From an optimization exercise on the open Yosys and OpenROAD flow, aimed at small area, a short achievable clock period and few clock cycles; shortcuts taken in it are not production practice. Where RTL was checked, it was by simulation tests only, not by an equivalence proof against the original. Power and IR drop assume default switching activity.

==> run a <==
==> flow/design.v <==
module weave_agen (
    input  wire         clk,
    input  wire         rst,
    input  wire         start,
    input  wire [511:0] prog,
    input  wire [15:0]  m_elems,
    output wire         busy,
    output reg          valid,
    input  wire         ready,
    output reg  [21:0]  idx,
    output reg          last
);
    reg  [6:0]  S;
    reg         flip;           
    reg  [2:0]  L;
    reg  [12:0] n  [0:3];       
    reg  [15:0] t  [0:3];       
    reg  [15:0] M;
    reg         running;
    reg  [6:0]  s;
    reg  [15:0] c  [0:3];
    reg  [21:0] remaining;      
    wire [3:0]  mode = prog[11:8];
    integer l;
    reg  [31:0] pos;
    reg  [21:0] base;
    reg  [6:0]  plane;
    always @(*) begin
        pos = 32'd0;
        for (l = 0; l < 4; l = l + 1)
            if (l < L)
                pos = pos + c[l] * t[l];
        plane = flip ? (S - 7'd1 - s) : s;
        base  = plane * M;
    end
    wire advance = running && (!valid || ready);
    reg  [15:0] c_next [0:3];
    reg         carry;
    always @(*) begin
        carry = 1'b1;
        for (l = 0; l < 4; l = l + 1) begin
            c_next[l] = c[l];
            if (carry && l < L) begin
                if (l == L - 1 || c[l] != {3'd0, n[l]} - 16'd1) begin
                    c_next[l] = c[l] + 16'd1;
                    carry     = 1'b0;
                end else begin
                    c_next[l] = 16'd0;
                end
            end
        end
    end
    assign busy = running || valid;
    always @(posedge clk) begin
        if (rst) begin
            running   <= 1'b0;
            valid     <= 1'b0;
            last      <= 1'b0;
            idx       <= 22'd0;
            s         <= 7'd0;
            remaining <= 22'd0;
            for (l = 0; l < 4; l = l + 1)
                c[l] <= 16'd0;
        end else begin
            if (valid && ready)
                valid <= 1'b0;
            if (start && !busy) begin
                S    <= prog[30:24];
                flip <= prog[12] && (mode == 4'h2 || mode == 4'h3);
                L    <= prog[34:32];
                for (l = 0; l < 4; l = l + 1) begin
                    n[l] <= prog[64 + 64*l +: 13];
                    t[l] <= prog[96 + 64*l +: 16];
                    c[l] <= 16'd0;
                end
                M         <= m_elems;
                s         <= 7'd0;
                remaining <= prog[30:24] * m_elems;
                running   <= 1'b1;
            end else if (advance) begin
                valid     <= 1'b1;
                idx       <= base + pos[21:0];
                last      <= (remaining == 22'd1);
                remaining <= remaining - 22'd1;
                if (remaining == 22'd1)
                    running <= 1'b0;
                if (s == S - 7'd1) begin
                    s <= 7'd0;
                    for (l = 0; l < 4; l = l + 1)
                        c[l] <= c_next[l];
                end else begin
                    s <= s + 7'd1;
                end
            end
        end
    end
endmodule
==> flow/run.sh <==
#!/bin/bash
# synth_recipe.tcl (not shown) runs the flow's synth.tcl, then flattens the netlist and writes it again
# the make line also repeats each setting of config.mk as NAME=value (left out here)
make -C /OpenROAD-flow-scripts/flow DESIGN_CONFIG=/design/flow/config.mk WORK_HOME=/design/flow/orfs CLKGATE_MAP_FILE= SYNTH_SCRIPT=/design/flow/synth_recipe.tcl finish
==> flow/config.mk <==
export PLATFORM = sky130hd
export DESIGN_NAME = weave_agen
export DESIGN_NICKNAME = weave_agen
export VERILOG_FILES = /design/flow/design.v
export SDC_FILE = /design/flow/constraint.sdc
export NUM_CORES = 4
export LEC_CHECK = 0
export CAP_MARGIN = 20
export CORE_MARGIN = 2
export CORE_UTILIZATION = 40
export SLEW_MARGIN = 20
==> flow/constraint.sdc <==
create_clock -name core_clock -period 22.0 [get_ports {clk}]
set_input_delay 4.4000 -clock core_clock [delete_from_list [all_inputs] [get_ports {clk}]]
set_output_delay 4.4000 -clock core_clock [all_outputs]
set_load 0.01 [all_outputs]
==> run b (differences from run a) <==
==> flow/design.v, changed modules only <==
module weave_agen (
    input  wire         clk,
    input  wire         rst,
    input  wire         start,
    input  wire [511:0] prog,
    input  wire [15:0]  m_elems,
    output wire         busy,
    output reg          valid,
    input  wire         ready,
    output reg  [21:0]  idx,
    output reg          last
);
    reg  [6:0]  S;
    reg  [15:0] M;
    reg  [2:0]  act;            
    reg  [11:0] nrl [0:2];      
    reg  [15:0] R   [0:3];      
    reg  [3:0]  f;              
    reg         run;
    reg         bsy;            
    reg         mul;            
    reg  [2:0]  mcnt;
    reg  [21:0] Q;
    reg  [6:0]  sc;             
    reg         wr;             
    reg         fin;            
    reg  [15:0] pos;            
    reg  [11:0] cnt [0:2];      
    integer l;
    assign busy = bsy;
    wire [2:0] w;
    assign w[0] = act[0] && cnt[0] == 12'd1;
    assign w[1] = act[1] && cnt[1] == 12'd1;
    assign w[2] = act[2] && cnt[2] == 12'd1;
    wire [1:0] k = !w[0] ? 2'd0 : !w[1] ? 2'd1 : !w[2] ? 2'd2 : 2'd3;
    wire       known = (k == 2'd0) || f[k];
    wire [15:0] Rk = R[k];
    wire [15:0] psum = Rk + (known ? pos : ~pos) + {15'd0, !known};
    reg         flp;
    wire        mbit = sc[6];
    wire        mlast = (mcnt == 3'd0);
    wire        step = run && !mul && !(valid && (!ready || last));
    wire        wrap = !valid || wr;        
    reg  [21:0] a, b;
    reg         cin;
    always @(*) begin
        if (mul) begin
            a = {Q[20:0], 1'b0};
            if (!mlast) begin
                b = mbit ? {6'd0, M} : 22'd0;
                cin = 1'b0;
            end else begin
                b = mbit ? 22'd0 : ~{6'd0, M};
                cin = !mbit;
            end
        end else if (wrap) begin
            a = Q;
            b = {6'd0, pos};
            cin = 1'b0;
        end else begin
            a = idx;
            b = flp ? ~{6'd0, M} : {6'd0, M};
            cin = flp;
        end
    end
    wire [21:0] sum = a + b + {21'd0, cin};
    wire pos_end = (pos == M - 16'd1);
    always @(posedge clk) begin
        if (rst) begin
            run   <= 1'b0;
            mul   <= 1'b0;
            valid <= 1'b0;
        end else if (!run) begin
            valid <= 1'b0;
            if (start) begin
                run  <= 1'b1;
                mul  <= prog[12];
            end
        end else begin
            if (valid && ready && last) begin
                valid <= 1'b0;
                run   <= 1'b0;
            end else if (step) begin
                valid <= 1'b1;
            end
            if (mul && mlast)
                mul <= 1'b0;
        end
    end
    always @(posedge clk) begin
        if (rst)
            bsy <= 1'b0;
        else if (!bsy)
            bsy <= start;
        else if (valid && ready && last)
            bsy <= 1'b0;
    end
    always @(posedge clk) begin
        if (!run) begin
            S    <= prog[30:24];
            flp  <= prog[12];
            M    <= m_elems;
            act  <= {prog[34], prog[34] | (prog[33] & prog[32]), prog[34] | prog[33]};
            for (l = 0; l < 3; l = l + 1) begin
                nrl[l] <= prog[64 + 64*l +: 12];
                cnt[l] <= prog[64 + 64*l +: 12];
            end
            for (l = 0; l < 4; l = l + 1)
                R[l] <= prog[96 + 64*l +: 16];
            f    <= 4'd0;
            pos  <= 16'd0;
            Q    <= 22'd0;
            mcnt <= 3'd6;
            sc   <= prog[30:24];
        end else if (mul) begin
            Q    <= sum;
            mcnt <= mcnt - 3'd1;
            sc   <= {sc[5:0], 1'b0};
        end else if (step) begin
            idx <= sum;
            if (wrap) begin
                sc   <= S;
                wr   <= (S == 7'd1);
                fin  <= pos_end;
                last <= (S == 7'd1) && pos_end;
                pos <= known ? psum : Rk;
                for (l = 1; l < 4; l = l + 1)
                    if (!known && l == k) begin
                        R[l] <= psum;
                        f[l] <= 1'b1;
                    end
                for (l = 0; l < 3; l = l + 1)
                    if (l < k)
                        cnt[l] <= nrl[l];
                    else if (l == k)
                        cnt[l] <= cnt[l] - 12'd1;
            end else begin
                sc   <= sc - 7'd1;
                wr   <= (sc == 7'd2);
                last <= (sc == 7'd2) && fin;
            end
        end
    end
endmodule
==> qor summary <==
| quantity | run a | run b |
|---|---|---|
| Result of the run | timing/DRC/antenna clean | timing/DRC/antenna clean |
| Synthesized area per cell | 8.93 um^2 | 9.87 um^2 |
| Power group with the largest share | combinational cells | registers |
| Netlist cell types | 78 | 69 |
| Reg2Reg Depth | 68 | 16 |
| GR met3 Demand/Resource | 2.41% | 2.20% |
| Area fraction of the dominant cell type after synthesis | 35.6% | 41.6% |
| End of the worst register-to-register path | idx[21]$_SDFFE_PP0P_ | R[1][14]$_DFFE_PP_ |
| Compound-cell area share of the yosys netlist | 5.89% | 15.1% |
| Initial core utilization | 40.4% | 40.7% |
| Post-synthesis share of cell area spent on and, or, nand and nor gates | 17.6% | 14.4% |
| Net Switching | 695 uW | 377 uW |
| Placement row count | 124 | 68 |
| Startpoint of the worst setup timing path | c[0][5]$_SDFFE_PP0P_ | ready |
| Total power | 1.88 mW | 1.34 mW |
Testbench counts of run a, summed over its fixed seeds: cycles 1,133,950.
Only the layout flow was run in run b; the RTL was not checked for function there.


==> trial 27: inputs <==
Another version of the RTL of weave_agen (not shown whole).
==> module weave_agen, before the edit <==
module weave_agen (
    input  wire         clk,
    input  wire         rst,
    input  wire         start,
    input  wire [511:0] prog,
    input  wire [15:0]  m_elems,
    output wire         busy,
    output reg          valid,
    input  wire         ready,
    output reg  [21:0]  idx,
    output reg          last
);
    reg  [6:0]  S;
    reg  [15:0] M;              
    reg         flp;            
    reg  [2:0]  act;            
    reg  [11:0] nrl [0:2];      
    reg  [15:0] R   [0:2];      
    reg  [2:0]  f;              
    reg         bsy;            
    reg         run;            
    reg         ini;            
    reg         mul;            
    reg  [2:0]  mcnt;
    reg  [21:0] Q;
    reg  [6:0]  sc;             
    reg         wr;             
    reg         fin;            
    reg  [15:0] pos;            
    reg  [11:0] cnt [0:2];      
    reg         jgo;            
    reg  [1:0]  kp;             
    reg         vi;             
    integer l;
    assign busy = bsy;
    reg  [2:0] w;
    integer lw;
    always @(*) begin
        for (lw = 0; lw < 3; lw = lw + 1)
            if (jgo && lw < kp)
                w[lw] = 1'b0;
            else if (jgo && lw == kp)
                w[lw] = act[lw] && cnt[lw] == 12'd2;
            else
                w[lw] = act[lw] && cnt[lw] == 12'd1;
    end
    wire [1:0] k = !w[0] ? 2'd0 : !w[1] ? 2'd1 : !w[2] ? 2'd2 : 2'd3;
    reg         klast, known;
    reg  [15:0] Rk;
    always @(*) begin
        case (k)
            2'd0: begin klast = !act[0]; known = f[0]; Rk = R[0]; end
            2'd1: begin klast = !act[1]; known = f[1]; Rk = R[1]; end
            2'd2: begin klast = !act[2]; known = f[2]; Rk = R[2]; end
            default: begin klast = 1'b1; known = 1'b1; Rk = 16'd1; end
        endcase
        if (klast) begin
            known = 1'b1;
            Rk    = 16'd1;
        end
    end
    wire [15:0] psum = Rk + pos;
    wire        mbit = sc[6];
    wire        mlast = (mcnt == 3'd0);
    reg  [21:0] a, b;
    reg         cin;
    always @(*) begin
        if (ini) begin
            a = Q;
            b = ~{6'd0, M};
            cin = 1'b1;
        end else if (mul) begin
            a = {Q[20:0], 1'b0};
            if (!mlast) begin
                b = mbit ? {6'd0, M} : 22'd0;
                cin = mbit;
            end else begin
                b = mbit ? 22'd0 : ~{6'd0, M};
                cin = 1'b0;
            end
        end else if (wr) begin
            a = Q;
            b = {6'd0, pos};
            cin = 1'b0;
        end else begin
            a = idx;
            b = flp ? ~{6'd0, M} : {6'd0, M};
            cin = !flp;
        end
    end
    wire [21:0] sum = a + b + {21'd0, cin};
    wire pos_end = (pos == M);
    wire gl = wr ? (S == 7'd1) && pos_end : (sc == 7'd2) && fin;
    wire gen  = run && !ini && !mul;
    wire learn = gen && wr && !known;
    wire make = gen && !(wr && !known);
    wire fire = make && (!vi || ready);
    always @(posedge clk) begin
        if (rst) begin
            bsy <= 1'b0;
            run <= 1'b0;
            ini <= 1'b0;
            mul <= 1'b0;
        end else begin
            if (!bsy) begin
                if (start) begin
                    bsy <= 1'b1;
                    run <= 1'b1;
                    ini <= 1'b1;
                end
            end else if (vi && ready && last) begin
                bsy <= 1'b0;
            end
            if (fire && gl)
                run <= 1'b0;
            if (ini) begin
                ini <= 1'b0;
                mul <= flp;
            end
            if (mul && mlast)
                mul <= 1'b0;
        end
    end
    always @(posedge clk) begin
        if (rst)
            vi <= 1'b0;
        else if (!vi || ready)
            vi <= fire;
    end
    always @(posedge clk)
        valid <= !rst && (make || (vi && !ready));
    always @(posedge clk) begin
        if (!vi || ready) begin
            idx  <= sum;
            last <= gl;
        end
    end
    always @(posedge clk) begin
        if (!run) begin
            S    <= prog[30:24];
            flp  <= prog[12];
            M    <= m_elems;
            act  <= {prog[34], prog[34] | (prog[33] & prog[32]), prog[34] | prog[33]};
            for (l = 0; l < 3; l = l + 1)
                nrl[l] <= prog[64 + 64*l +: 12];
            for (l = 0; l < 3; l = l + 1)
                R[l] <= ~prog[96 + 64*l +: 16];
            f    <= 3'd0;
            pos  <= 16'd0;
            Q    <= 22'd0;
            mcnt <= 3'd6;
            wr   <= 1'b1;
        end else if (ini) begin
            M    <= ~sum[15:0];
            sc   <= S;
        end else if (mul) begin
            Q    <= sum;
            mcnt <= mcnt - 3'd1;
            sc   <= {sc[5:0], 1'b0};
        end else if (learn) begin
            for (l = 0; l < 3; l = l + 1)
                if (l == k) begin
                    R[l] <= ~psum;
                    f[l] <= 1'b1;
                end
        end else if (fire) begin
            if (wr) begin
                sc   <= S;
                wr   <= (S == 7'd1);
                fin  <= pos_end;
                pos <= psum;
            end else begin
                sc   <= sc - 7'd1;
                wr   <= (sc == 7'd2);
            end
        end
    end
    integer lc;
    always @(posedge clk) begin
        if (!run) begin
            jgo <= 1'b0;
        end else if (ini) begin
            for (lc = 0; lc < 3; lc = lc + 1)
                cnt[lc] <= nrl[lc];
            jgo <= 1'b0;
        end else begin
            if (jgo)
                for (lc = 0; lc < 3; lc = lc + 1)
                    if (lc < kp)
                        cnt[lc] <= nrl[lc];
                    else if (lc == kp)
                        cnt[lc] <= cnt[lc] - 12'd1;
            jgo <= fire && wr;
            if (fire && wr)
                kp <= k;
        end
    end
endmodule
clock: 22.0 ns
lec_check: 0
cap_margin: 20
core_margin: 2
core_utilization: 40
cts_buf_list: sky130_fd_sc_hd__clkbuf_16
cts_cluster_diameter: 100
cts_cluster_size: 25
slew_margin: 20
standard.sh (not shown) runs the stock make flow with config.mk's settings and CLKGATE_MAP_FILE= SYNTH_SCRIPT=/design/flow/synth_recipe.tcl, a recipe that flattens the netlist after the stock synthesis.
==> flow/flow/run.sh <==
#!/bin/bash
set -euo pipefail
export BUFFER_PORTS_ARGS="-buffer_cell sky130_fd_sc_hd__buf_1"
bash standard.sh > standard_flow.log 2>&1
==> build 60: changes against trial 27 <==
==> flow/design.v, changed modules only <==
module weave_agen (
    input  wire         clk,
    input  wire         rst,
    input  wire         start,
    input  wire [511:0] prog,
    input  wire [15:0]  m_elems,
    output wire         busy,
    output reg          valid,
    input  wire         ready,
    output reg  [21:0]  idx,
    output reg          last
);
    reg  [6:0]  S;
    reg  [15:0] M;
    reg  [2:0]  act;            
    reg  [11:0] nrl [0:2];      
    reg  [15:0] R   [0:3];      
    reg  [3:0]  f;              
    reg         run;
    reg         mul;            
    reg  [2:0]  mcnt;
    reg  [21:0] Q;
    reg  [6:0]  sc;             
    reg         wr;             
    reg         fin;            
    reg  [15:0] pos;            
    reg  [11:0] cnt [0:2];      
    integer l;
    assign busy = run;
    wire [2:0] w;
    assign w[0] = act[0] && cnt[0] == 12'd1;
    assign w[1] = act[1] && cnt[1] == 12'd1;
    assign w[2] = act[2] && cnt[2] == 12'd1;
    wire [1:0] k = !w[0] ? 2'd0 : !w[1] ? 2'd1 : !w[2] ? 2'd2 : 2'd3;
    wire       known = (k == 2'd0) || f[k];
    wire [15:0] Rk = R[k];
    wire [15:0] psum = Rk + (known ? pos : ~pos) + {15'd0, !known};
    reg         flp;
    wire [5:0]  sm1 = S[5:0] - 6'd1;
    wire        mbit = sm1[mcnt];
    wire        step = run && !mul && !(valid && (!ready || last));
    wire        wrap = !valid || wr;        
    reg  [21:0] a, b;
    reg         cin;
    always @(*) begin
        if (mul) begin
            a = {Q[20:0], 1'b0};
            b = mbit ? {6'd0, M} : 22'd0;
            cin = 1'b0;
        end else if (wrap) begin
            a = Q;
            b = {6'd0, pos};
            cin = 1'b0;
        end else begin
            a = idx;
            b = flp ? ~{6'd0, M} : {6'd0, M};
            cin = flp;
        end
    end
    wire [21:0] sum = a + b + {21'd0, cin};
    wire pos_end = (pos == M - 16'd1);
    always @(posedge clk) begin
        if (rst) begin
            run   <= 1'b0;
            mul   <= 1'b0;
            valid <= 1'b0;
        end else if (!run) begin
            valid <= 1'b0;
            if (start) begin
                run  <= 1'b1;
                mul  <= prog[12];
            end
        end else begin
            if (valid && ready && last) begin
                valid <= 1'b0;
                run   <= 1'b0;
            end else if (step) begin
                valid <= 1'b1;
            end
            if (mul && mcnt == 3'd0)
                mul <= 1'b0;
        end
    end
    always @(posedge clk) begin
        if (!run) begin
            S    <= prog[30:24];
            flp  <= prog[12];
            M    <= m_elems;
            act  <= {prog[34], prog[34] | (prog[33] & prog[32]), prog[34] | prog[33]};
            for (l = 0; l < 3; l = l + 1) begin
                nrl[l] <= prog[64 + 64*l +: 12];
                cnt[l] <= prog[64 + 64*l +: 12];
            end
            for (l = 0; l < 4; l = l + 1)
                R[l] <= prog[96 + 64*l +: 16];
            f    <= 4'd0;
            pos  <= 16'd0;
            Q    <= 22'd0;
            mcnt <= 3'd5;
        end else if (mul) begin
            Q    <= sum;
            mcnt <= mcnt - 3'd1;
        end else if (step) begin
            idx <= sum;
            if (wrap) begin
                sc   <= S;
                wr   <= (S == 7'd1);
                fin  <= pos_end;
                last <= (S == 7'd1) && pos_end;
                pos <= known ? psum : Rk;
                for (l = 1; l < 4; l = l + 1)
                    if (!known && l == k) begin
                        R[l] <= psum;
                        f[l] <= 1'b1;
                    end
                for (l = 0; l < 3; l = l + 1)
                    if (l < k)
                        cnt[l] <= nrl[l];
                    else if (l == k)
                        cnt[l] <= cnt[l] - 12'd1;
            end else begin
                sc   <= sc - 7'd1;
                wr   <= (sc == 7'd2);
                last <= (sc == 7'd2) && fin;
            end
        end
    end
endmodule
==> flow/run.sh (new file) <==
#!/bin/bash
# synth_recipe.tcl (not shown) runs the flow's synth.tcl, then flattens the netlist and writes it again
# the make line also repeats each setting of config.mk as NAME=value (left out here)
make -C /OpenROAD-flow-scripts/flow DESIGN_CONFIG=/design/flow/config.mk WORK_HOME=/design/flow/orfs CLKGATE_MAP_FILE= SYNTH_SCRIPT=/design/flow/synth_recipe.tcl finish
Settings changed: CTS_BUF_LIST sky130_fd_sc_hd__clkbuf_16 to unset, CTS_CLUSTER_DIAMETER 100 to unset, CTS_CLUSTER_SIZE 25 to unset.
removed: flow/flow/run.sh
removed: flow/standard.sh
==> notes <==
Build 60 completed with no timing, DRC or antenna violations. Trial 27 passed the timing, design-rule and antenna checks. Of trial 27 and build 60, build 60 has the higher total power (gap 24%, measured against build 60). Against trial 27, the clock power of build 60 is larger by 62%. Of trial 27 and build 60, build 60 has the higher sequential power (gap about 9%, measured against build 60). Of trial 27 and build 60, build 60 has the higher wire length (gap 3.6%, measured against build 60). First-iteration DRC count: trial 27 is higher than build 60 (15%). Global-route usage: trial 27 is higher than build 60 (0.85 points). Between trial 27 and build 60, the lower combinational power is in trial 27 (gap 33%, measured against build 60). Against trial 27, the via count of build 60 is higher by about 8%.
==> figures <==
| metric | trial 27 | build 60 |
|---|---|---|
| Count of vias placed by the detailed router | 9,426 | 10,200 |
| M3 GR Usage | 3.08% | 2.22% |
| Horizontal die dimension | 180 µm | 189 µm |
| Status | finished clean | finished clean |
| Weighted congestion at the end of routability-driven global placement | 0.887 | 0.813 |
| Fill cell instance count of the final layout | 2,924 | 3,097 |
| Launch point of the worst hold path | f[0]$_SDFFE_PN0P_ | f[2]$_SDFFE_PN0P_ |
| Seq/total area | 47.1% | 41.1% |
| Number of tap cells inserted | 396 | 448 |
| Adder-cell share of the synthesized area | 5.35% | 4.75% |
| Layout buffer count excluding clock buffers | 152 | 171 |
| Final sequential cell count | 232 | 242 |
| Detailed-route wire length on metal 1 | 14,300 µm | 15,000 µm |
| Wire length of the first global-routing pass | 49,300 µm | 52,200 µm |
| Number of sinks on the clock net | 232 | 242 |
| Launch point of the worst path | cnt[1][2]$_DFFE_PP_ | run$_SDFF_PP0_ |
| Detailed router's first-iteration violation count | 723 | 626 |
Testbench counts of trial 27, summed over its fixed seeds: cycles 1,139,931.
Testbench counts of build 60, summed over its fixed seeds: cycles 1,135,492.

[re-timing with driven ports]
Ports are ideal in the flow. The routed layouts listed here were re-timed in OpenROAD. Step 1 assumes that a clkbuf_16 drives the clock port and a buf_2 every other input. Step 2, shift: input delay + t, output delay - t, t = (earliest + latest rising clock arrival at the registers) / 2. This alone moves slack from input paths to output paths. Three values: ideal, step 1, step 2; two values: the first two.
run	t (ns)	slack for setup (ns)	latest minus earliest clock arrival (ns)	worst slew at a driven data input, ns	cell pins on the clock port's net
run a	0.663	1.624 / 1.624 / 1.624	0.037 / 0.037	0.08	1
run b	0.619	15.271 / 15.300 / 14.682	0.020 / 0.019	0.08	1
trial 27	0.542	16.189 / 16.189 / 15.877	0.024 / 0.024	0.10	1
build 60	0.595	15.573 / 15.522 / 15.123	0.020 / 0.020	0.09	1
After both steps every run listed still meets setup and hold. The setup slack of run b, which loses most, moves by +0.029 ns with the drivers and by -0.589 ns with both steps.
